This is an optimization exercise on Yosys and OpenROAD, whose aim is small area, not a production implementation.
Where RTL was checked, it was by simulation tests only, not by an equivalence proof against the original.
The flow treats the clock pin as an ideal source, which a real chip does not have.
No activity file was given, so power comes from the tool's default toggle rates.

## twist_deframer
module twist_deframer (
    input  wire        clk,
    input  wire        rst,           
    input  wire [3:0]  lane,          
    input  wire [1:0]  sym,           
    output reg         locked,
    output wire        pol_inv,
    output reg         oh_valid,
    output wire [63:0] oh_word,
    output reg         oh_crc_ok,
    output reg         pl_valid,
    output wire [39:0] pl_word,
    output reg         stuff_rm,
    output reg         rx_ovf
);
==> flow/config.mk <==
export PLATFORM = sky130hd
export DESIGN_NAME = twist_deframer
export DESIGN_NICKNAME = twist_deframer
export VERILOG_FILES = /design/flow/design.v
export SDC_FILE = /design/flow/constraint.sdc
export NUM_CORES = 4
export LEC_CHECK = 0
export CAP_MARGIN = 20
export CORE_MARGIN = 2
export CORE_UTILIZATION = 70
export SLEW_MARGIN = 20
==> flow/constraint.sdc <==
create_clock -name core_clock -period 8.0 [get_ports {clk}]
set_input_delay 1.6000 -clock core_clock [delete_from_list [all_inputs] [get_ports {clk}]]
set_output_delay 1.6000 -clock core_clock [all_outputs]
set_load 0.01 [all_outputs]
standard.sh (not shown) runs the stock make flow with config.mk's settings and CLKGATE_MAP_FILE= SYNTH_SCRIPT=/design/flow/synth_recipe.tcl, a recipe that flattens the netlist after the stock synthesis.
==> flow/flow/run.sh <==
#!/bin/bash
# The standard layout (standard.sh) with these changes:
#  - synthesis: the standard flow's own synthesis script, except that ABC maps the
#    logic with flow/area.abc (area-oriented) instead of ORFS's speed
#    script. Flip-flops are mapped before ABC, so the registers are the
#    standard synthesis's.
#  - buf_1 port buffers;
#  - a clock tree without dummy loads, clkbuf_8 at the root and clkbuf_4
#    leaves; leaves with a high slew are upsized after CTS
#    (flow/post_cts.tcl).
# The make output goes to flow_make.log here; ORFS's per-step logs, one per
# tool run, are under orfs/logs.
set -euo pipefail
here=$(pwd)

awk -v abc="$here/flow/area.abc" '
  /^[ \t]*log_cmd abc \{\*\}\$abc_args[ \t]*$/ {
    print "  set abc_args [lreplace $abc_args 1 1 " abc "]"; n++ }
  { print }
  END { if (n != 1) exit 1 }' "$FLOW_HOME/scripts/synth.tcl" > "$here/my_synth_core.tcl"
awk -v core="$here/my_synth_core.tcl" '
  $0 == "source $::env(SCRIPTS_DIR)/synth.tcl" { print "source " core; n++; next }
  { print }
  END { if (n != 1) exit 1 }' "$here/synth_recipe.tcl" > "$here/my_synth.tcl"
sed -e "s#SYNTH_SCRIPT=[^ ]*#SYNTH_SCRIPT=$here/my_synth.tcl#" "$here/standard.sh" > "$here/my_standard.sh"
grep -q "SYNTH_SCRIPT=$here/my_synth.tcl" "$here/my_standard.sh"

export BUFFER_PORTS_ARGS="-buffer_cell sky130_fd_sc_hd__buf_1"
export CTS_ARGS="-sink_clustering_enable -repair_clock_nets -dont_use_dummy_load -root_buf sky130_fd_sc_hd__clkbuf_8 -buf_list sky130_fd_sc_hd__clkbuf_4"
export POST_CTS_TCL="$here/flow/post_cts.tcl"
export CLK_UPSIZE_SLEW=0.115
bash "$here/my_standard.sh" > "$here/flow_make.log" 2>&1
==> flow/flow/area.abc <==
&get -n
&st
&syn3
&dch
&nf -R 1000
&st
&syn3
&dch
&nf -R 1000
&st
&syn3
&dch
&nf -R 1000
&st
&syn3
&dch
&nf -R 1000
&put
==> flow/flow/post_cts.tcl <==
# After clock tree synthesis: the leaf clock buffers are clkbuf_4; upsize to
# clkbuf_8 those whose output slew is above CLK_UPSIZE_SLEW (ns), then
# legalize the placement again.
estimate_parasitics -placement
set nup 0
foreach inst [get_cells clkbuf_*] {
  if {[get_property $inst ref_name] ne "sky130_fd_sc_hd__clkbuf_4"} { continue }
  set s [get_property [get_pins [get_name $inst]/X] slew_max]
  if {$s > $::env(CLK_UPSIZE_SLEW)} {
    replace_cell $inst sky130_fd_sc_hd__clkbuf_8
    incr nup
  }
}
puts "post_cts: upsized $nup clock buffers"
if {$nup > 0} {
  detailed_placement
  estimate_parasitics -placement
}
The starting point passed the timing, DRC and antenna checks.
Next try:
--- a/flow/design.v
+++ b/flow/design.v
@@ -78,26 +78,27 @@
     reg [1:0]  cnt2;          
     reg [3:0]  ncrc_bad;      
     reg [13:0] fpos;          
     reg [1:0]  run_level;
     reg [5:0]  run_len;       
     reg        pay;           
     reg        first;         
-    reg [5:0]  cnt;           
+    reg [4:0]  cnt;           
     reg [9:0]  widx;          
-    reg [7:0]  crc;
+    reg [4:0]  crcl;          
     reg [28:0] s_od;          
     reg [19:0] p_ev;          
     reg [14:0] p_od;          
     reg [4:0]  prev_fn;
     reg [2:0]  prev_ofs;
     reg [1:0]  prev_just;
     reg        prev_ovf;
     wire [28:0] s_ev = win[28:0];           
-    wire [19:0] p_odf = {crc[4:0], p_od};   
+    wire [7:0]  crc   = {cnt[2:0], crcl};
+    wire [19:0] p_odf = {crcl, p_od};       
     assign pol_inv = locked & cand_pol;
     assign oh_word = {s_od, p_ev, p_od};
     genvar gi;
     generate
         for (gi = 0; gi < 20; gi = gi + 1) begin : g_pl
             assign pl_word[2*gi]   = p_ev[gi];
             assign pl_word[2*gi+1] = p_odf[gi];
@@ -112,16 +113,17 @@
     wire lock_match = cand_pol ? faw_inv : faw_match;
     wire content_left = (widx != 10'd972);
     wire body_l       = locked && in_body && content_left;
     wire run_47       = (run_len == 6'd51);
     wire is_stuff     = body_l && run_47;
     wire is_content   = body_l && !run_47;
     wire is_oh        = is_content && !pay;
-    wire [5:0] cnt_inc = {cnt[4:0], cnt[5] ^ cnt[4] ^ (cnt[4:0] == 5'd0)};
-    wire is_oh_last   = is_oh && (cnt == 6'd32);
+    wire [4:0] cnt_inc = {cnt[3:0], cnt[4] ^ cnt[2]};
+    wire [9:0] widx_inc = {widx[8:0], widx[9] ^ widx[6]};
+    wire is_oh_last   = is_oh && (widx == 10'd941);
     wire is_payload   = is_content && pay;
     wire is_guard     = locked && at_last;
     wire        oh_bit   = bit_in ^ cand_pol;
     wire        crc_fb   = crc[7] ^ oh_bit;
     wire [7:0]  crc_next = {crc[6:0], 1'b0} ^ (crc_fb ? 8'h07 : 8'h00);
     wire        crc_good = (crc_next == 8'h00);
     wire        crc_drop = !crc_good && (ncrc_bad == 4'd8);
@@ -145,15 +147,15 @@
     wire [28:0] s_od_ld, s_ev_ld;
     generate
         for (gi = 0; gi < 29; gi = gi + 1) begin : g_sd
             assign s_od_ld[gi] = seed2[2*gi+1];
             assign s_ev_ld[gi] = seed2[2*gi];
         end
     endgenerate
-    wire        word_end = (cnt == 6'd15);
+    wire        word_end = (cnt == 5'd6);
     wire        deliver  = !((widx == 10'd998 && prev_just != 2'd0) ||
                              (widx == 10'd1011 && prev_just[1]));
     always @(posedge clk) begin
         if (!pay)
             win <= {win[28:0], bit_in};
         fpos    <= pos;
         at_last <= at_lm1;
@@ -215,29 +217,32 @@
                     else if (cnt2 == 2'd3)
                         locked <= 1'b0;
                     else
                         cnt2 <= cnt2 + 2'd1;
                 end
             end
             if (at_30) begin
-                cnt  <= 6'd0;
+                cnt  <= 5'd0;
                 widx <= 10'd1;
-                crc  <= 8'h00;
+                crcl <= 5'd0;
             end
             if (is_oh) begin
                 {s_od, p_ev, p_od} <= oh_full;
-                crc <= crc_next;
-                cnt <= cnt_inc;
+                crcl     <= crc_next[4:0];
+                cnt[2:0] <= crc_next[7:5];
+                widx     <= widx_inc;
             end
             if (is_oh_last) begin
                 oh_valid  <= 1'b1;
                 oh_crc_ok <= crc_good;
+                widx      <= 10'd1;
                 pay       <= !crc_drop;
                 first     <= 1'b1;
-                crc[3:0]  <= lane;
+                crcl[3:0] <= lane;
+                cnt       <= 5'd1;
                 prev_fn   <= use_fn;
                 prev_ofs  <= use_ofs;
                 prev_just <= use_just;
                 if (crc_good)
                     ncrc_bad <= 4'd0;
                 else if (crc_drop)
                     locked <= 1'b0;
@@ -246,18 +251,18 @@
             end
             if (is_payload) begin
                 first    <= 1'b0;
                 s_od     <= first ? s_od_ld : {s_od[27:0], sb1};
                 win      <= {win[28], first ? s_ev_ld : {s_ev[27:0], sb2}};
                 p_ev     <= {p_ev[18:0], dbits[0]};
                 p_od     <= {p_od[13:0], dbits[1]};
-                crc[4:0] <= {crc[3:0], p_od[14]};
+                crcl     <= {crcl[3:0], p_od[14]};
                 if (word_end) begin
-                    cnt      <= 6'd0;
-                    widx     <= {widx[8:0], widx[9] ^ widx[6]};
+                    cnt      <= 5'd1;
+                    widx     <= widx_inc;
                     pl_valid <= deliver;
                 end else begin
                     cnt <= cnt_inc;
                 end
             end
             if (is_guard) begin
                 pay      <= 1'b0;
Effect: Via count is lower by 0.91%. Power went down by 1.2%. Sequential cell count shrinks by 4. Die area shrinks by 2.1%. Critical path depth came out lower by 1. Non-clock buffer count came out lower by 2. Area after synthesis drops by 2.1%. Worst setup slack loses 280 ps. Core utilization went down by 0.33 points.

The RTL this note starts from:
==> flow/design.v <==
module twist_deframer (
    input  wire        clk,
    input  wire        rst,           
    input  wire [3:0]  lane,          
    input  wire [1:0]  sym,           
    output reg         locked,
    output wire        pol_inv,
    output reg         oh_valid,
    output wire [63:0] oh_word,
    output reg         oh_crc_ok,
    output reg         pl_valid,
    output wire [39:0] pl_word,
    output reg         stuff_rm,
    output reg         rx_ovf
);
    localparam [30:0] FAW       = 31'h7125_B696;
    localparam [43:0] SEED_LOW  = 44'h5A5_A5A5_A5A5;
    wire        bit_in = sym[1];
    reg  [29:0] win;
    wire [30:0] diff   = {win, bit_in} ^ FAW;
    function [4:0] popcount31;
        input [30:0] v;
        integer n;
        reg [4:0] c;
        begin
            c = 5'd0;
            for (n = 0; n < 31; n = n + 1)
                c = c + {4'd0, v[n]};
            popcount31 = c;
        end
    endfunction
    wire [4:0] ndiff     = popcount31(diff);
    wire       faw_match = (ndiff <= 5'd3);
    wire       faw_inv   = (ndiff >= 5'd28);
    reg        verif;         
    reg        cand_pol;      
    reg [1:0]  cnt2;          
    reg [3:0]  ncrc_bad;      
    reg [13:0] fpos;          
    reg [1:0]  run_level;
    reg [5:0]  run_len;       
    reg        pay;           
    reg        first;         
    reg [5:0]  cnt;           
    reg [9:0]  widx;          
    reg [7:0]  crc;
    reg [28:0] s_od;          
    reg [19:0] p_ev;          
    reg [14:0] p_od;          
    reg [4:0]  prev_fn;
    reg [2:0]  prev_ofs;
    reg [1:0]  prev_just;
    reg        prev_ovf;
    wire [28:0] s_ev = win[28:0];           
    wire [19:0] p_odf = {crc[4:0], p_od};   
    assign pol_inv = locked & cand_pol;
    assign oh_word = {s_od, p_ev, p_od};
    genvar gi;
    generate
        for (gi = 0; gi < 20; gi = gi + 1) begin : g_pl
            assign pl_word[2*gi]   = p_ev[gi];
            assign pl_word[2*gi+1] = p_odf[gi];
        end
    endgenerate
    wire        fz13    = (fpos[12:0] == 13'd0);
    wire [13:0] pos     = {fpos[12:0], fpos[13] ^ fpos[4] ^ fpos[2] ^ fpos[0] ^ fz13};
    wire        at_30   = fz13 && !fpos[13];
    wire        at_lm1  = (fpos == 14'd3857);
    reg         at_last;      
    reg         in_body;      
    wire lock_match = cand_pol ? faw_inv : faw_match;
    wire content_left = (widx != 10'd972);
    wire body_l       = locked && in_body && content_left;
    wire run_47       = (run_len == 6'd51);
    wire is_stuff     = body_l && run_47;
    wire is_content   = body_l && !run_47;
    wire is_oh        = is_content && !pay;
    wire [5:0] cnt_inc = {cnt[4:0], cnt[5] ^ cnt[4] ^ (cnt[4:0] == 5'd0)};
    wire is_oh_last   = is_oh && (cnt == 6'd32);
    wire is_payload   = is_content && pay;
    wire is_guard     = locked && at_last;
    wire        oh_bit   = bit_in ^ cand_pol;
    wire        crc_fb   = crc[7] ^ oh_bit;
    wire [7:0]  crc_next = {crc[6:0], 1'b0} ^ (crc_fb ? 8'h07 : 8'h00);
    wire        crc_good = (crc_next == 8'h00);
    wire        crc_drop = !crc_good && (ncrc_bad == 4'd8);
    wire [63:0] oh_full  = {oh_word[62:0], oh_bit};
    wire [4:0]  rx_fn    = oh_full[39:35];
    wire [2:0]  rx_ofs   = oh_full[34:32];
    wire [1:0]  rx_just  = (oh_full[27:26] == 2'd3) ? 2'd1 : oh_full[27:26];
    wire [4:0]  pr_fn    = (prev_fn == 5'd23) ? 5'd0 : prev_fn + 5'd1;
    wire [2:0]  pr_ofs   = prev_ofs + {2'd0, prev_ovf};
    wire [4:0]  use_fn   = crc_good ? rx_fn : pr_fn;
    wire [2:0]  use_ofs  = crc_good ? rx_ofs : pr_ofs;
    wire [1:0]  use_just = crc_good ? rx_just : prev_just;
    wire [1:0]  pbits_raw = {sym[1] ^ cand_pol, sym[1] ^ sym[0]};
    wire [57:0] seed  = {2'b10, prev_ofs, prev_fn, crc[3:0], SEED_LOW};
    wire        sd1   = seed[57] ^ seed[38];
    wire        sd2   = seed[56] ^ seed[37];
    wire [57:0] seed2 = {seed[55:0], sd1, sd2};
    wire        sb1   = first ? sd1 : s_od[28] ^ s_ev[19];
    wire        sb2   = first ? sd2 : s_ev[28] ^ s_od[18];
    wire [1:0]  dbits = pbits_raw ^ {sb1, sb2};
    wire [28:0] s_od_ld, s_ev_ld;
    generate
        for (gi = 0; gi < 29; gi = gi + 1) begin : g_sd
            assign s_od_ld[gi] = seed2[2*gi+1];
            assign s_ev_ld[gi] = seed2[2*gi];
        end
    endgenerate
    wire        word_end = (cnt == 6'd15);
    wire        deliver  = !((widx == 10'd998 && prev_just != 2'd0) ||
                             (widx == 10'd1011 && prev_just[1]));
    always @(posedge clk) begin
        if (!pay)
            win <= {win[28:0], bit_in};
        if (rst) begin
            win       <= 30'd0;
            locked    <= 1'b0;
            verif     <= 1'b0;
            run_level <= 2'd0;
            run_len   <= 6'd32;
            pay       <= 1'b0;
            prev_fn   <= 5'd0;
            prev_ofs  <= 3'd0;
            prev_just <= 2'd0;
            prev_ovf  <= 1'b0;
            oh_valid  <= 1'b0;
            oh_crc_ok <= 1'b0;
            pl_valid  <= 1'b0;
            stuff_rm  <= 1'b0;
            rx_ovf    <= 1'b0;
        end else begin
            fpos     <= pos;
            at_last  <= at_lm1;
            in_body  <= at_30 || (in_body && !at_lm1);
            oh_valid <= 1'b0;
            pl_valid <= 1'b0;
            stuff_rm <= is_stuff;
            rx_ovf   <= 1'b0;
            if (sym == run_level) begin
                if (run_len != 6'd38)
                    run_len <= {run_len[4:0], run_len[5] ^ run_len[4]};
            end else begin
                run_level <= sym;
                run_len   <= 6'd1;
            end
            if (!locked && !verif) begin
                if (faw_match || faw_inv) begin
                    verif    <= 1'b1;
                    cand_pol <= faw_inv;
                    cnt2     <= 2'd1;
                    fpos     <= 14'd1;
                end
            end else if (verif) begin
                if (at_30) begin
                    if (lock_match) begin
                        if (cnt2 == 2'd2) begin
                            verif    <= 1'b0;
                            locked   <= 1'b1;
                            cnt2     <= 2'd0;
                            ncrc_bad <= 4'd0;
                        end else begin
                            cnt2 <= cnt2 + 2'd1;
                        end
                    end else begin
                        verif <= 1'b0;
                    end
                end
            end else begin  
                if (at_30) begin
                    if (lock_match)
                        cnt2 <= 2'd0;
                    else if (cnt2 == 2'd3)
                        locked <= 1'b0;
                    else
                        cnt2 <= cnt2 + 2'd1;
                end
            end
            if (at_30) begin
                cnt  <= 6'd0;
                widx <= 10'd1;
                crc  <= 8'h00;
            end
            if (is_oh) begin
                {s_od, p_ev, p_od} <= oh_full;
                crc <= crc_next;
                cnt <= cnt_inc;
            end
            if (is_oh_last) begin
                oh_valid  <= 1'b1;
                oh_crc_ok <= crc_good;
                pay       <= !crc_drop;
                first     <= 1'b1;
                crc[3:0]  <= lane;
                prev_fn   <= use_fn;
                prev_ofs  <= use_ofs;
                prev_just <= use_just;
                if (crc_good)
                    ncrc_bad <= 4'd0;
                else if (crc_drop)
                    locked <= 1'b0;
                else
                    ncrc_bad <= {ncrc_bad[2:0], ncrc_bad[3] ^ ncrc_bad[2] ^ (ncrc_bad[2:0] == 3'd0)};
            end
            if (is_payload) begin
                first    <= 1'b0;
                s_od     <= first ? s_od_ld : {s_od[27:0], sb1};
                win      <= {win[28], first ? s_ev_ld : {s_ev[27:0], sb2}};
                p_ev     <= {p_ev[18:0], dbits[0]};
                p_od     <= {p_od[13:0], dbits[1]};
                crc[4:0] <= {crc[3:0], p_od[14]};
                if (word_end) begin
                    cnt      <= 6'd0;
                    widx     <= {widx[8:0], widx[9] ^ widx[6]};
                    pl_valid <= deliver;
                end else begin
                    cnt <= cnt_inc;
                end
            end
            if (is_guard) begin
                pay      <= 1'b0;
                prev_ovf <= content_left;
                rx_ovf   <= content_left;
            end
        end
    end
endmodule
==> flow/config.mk <==
export PLATFORM = sky130hd
export DESIGN_NAME = twist_deframer
export DESIGN_NICKNAME = twist_deframer
export VERILOG_FILES = /design/flow/design.v
export SDC_FILE = /design/flow/constraint.sdc
export NUM_CORES = 4
export LEC_CHECK = 0
export CAP_MARGIN = 20
export CORE_MARGIN = 2
export CORE_UTILIZATION = 70
export SLEW_MARGIN = 20
==> flow/constraint.sdc <==
create_clock -name core_clock -period 8.0 [get_ports {clk}]
set_input_delay 1.6000 -clock core_clock [delete_from_list [all_inputs] [get_ports {clk}]]
set_output_delay 1.6000 -clock core_clock [all_outputs]
set_load 0.01 [all_outputs]
Scripts as last shown in full above: flow/flow/run.sh, flow/flow/area.abc, flow/flow/post_cts.tcl
Next try:
--- a/flow/design.v
+++ b/flow/design.v
@@ -72,7 +72,6 @@
     wire content_left = (widx != 10'd972);
     wire body_l       = locked && in_body && content_left;
-    wire run_47       = (run_len == 6'd51);
-    wire is_stuff     = body_l && run_47;
-    wire is_content   = body_l && !run_47;
+    wire is_stuff     = body_l && (run_len == 6'd47);
+    wire is_content   = body_l && (run_len != 6'd47);
     wire is_oh        = is_content && !pay;
     wire [5:0] cnt_inc = {cnt[4:0], cnt[5] ^ cnt[4] ^ (cnt[4:0] == 5'd0)};
@@ -84,5 +83,5 @@
     wire [7:0]  crc_next = {crc[6:0], 1'b0} ^ (crc_fb ? 8'h07 : 8'h00);
     wire        crc_good = (crc_next == 8'h00);
-    wire        crc_drop = !crc_good && (ncrc_bad == 4'd8);
+    wire        crc_drop = !crc_good && (ncrc_bad == 4'd15);
     wire [63:0] oh_full  = {oh_word[62:0], oh_bit};
     wire [4:0]  rx_fn    = oh_full[39:35];
@@ -120,5 +119,5 @@
             verif     <= 1'b0;
             run_level <= 2'd0;
-            run_len   <= 6'd32;
+            run_len   <= 6'd0;
             pay       <= 1'b0;
             prev_fn   <= 5'd0;
@@ -140,6 +139,6 @@
             rx_ovf   <= 1'b0;
             if (sym == run_level) begin
-                if (run_len != 6'd38)
-                    run_len <= {run_len[4:0], run_len[5] ^ run_len[4]};
+                if (run_len != 6'd63)
+                    run_len <= run_len + 6'd1;
             end else begin
                 run_level <= sym;
@@ -202,5 +201,5 @@
                     locked <= 1'b0;
                 else
-                    ncrc_bad <= {ncrc_bad[2:0], ncrc_bad[3] ^ ncrc_bad[2] ^ (ncrc_bad[2:0] == 3'd0)};
+                    ncrc_bad <= ncrc_bad + 4'd1;
             end
             if (is_payload) begin
What happened:
- total power grows by 1.6%
- sequential share of layout area shrinks by 0.41 points
- cell area grows by 0.75%
- worst hold slack loses 0.031 ns
- non-clock buffer count grows by 1
No functional check of the RTL was part of the second run of this note.

==> what the ideal ports hide <==
In the flow no input, the clock included, has a driving cell. The finished layouts below were timed again as built, in two steps.
Step 1: set_driving_cell puts a clkbuf_16 on clk and a buf_2 on each other input, an assumption about the parent block.
Step 2 moves the port delays by t, midway between the first and last clock arrival at a register: inputs arrive t later, outputs are due t later. That takes back most of the time a late clock gives input paths.
Slacks: no drivers / after step 1 / after step 2; pairs: no drivers / after step 1.
run | t (ns) | slack for setup (ns) | worst setup path at the end | latest minus earliest clock arrival (ns) | worst data-port slew with drivers (ns)
the first run of note 1 | 0.457 | 1.163 / 1.172 / 0.715 | input to register | 0.037 / 0.037 | 0.03
the second run of note 1 | 0.461 | 0.883 / 0.896 / 0.435 | input to register | 0.039 / 0.038 | 0.03
the first run of note 2 | 0.456 | 0.619 / 0.605 / 0.150 | input to register | 0.036 / 0.037 | 0.05
the second run of note 2 | 0.469 | 0.662 / 0.661 / 0.192 | input to register | 0.036 / 0.036 | 0.04
After both steps every run listed still meets setup and hold. The setup slack of the second run of note 2, which loses most, moves by -0.001 ns with the drivers and by -0.470 ns with both steps.
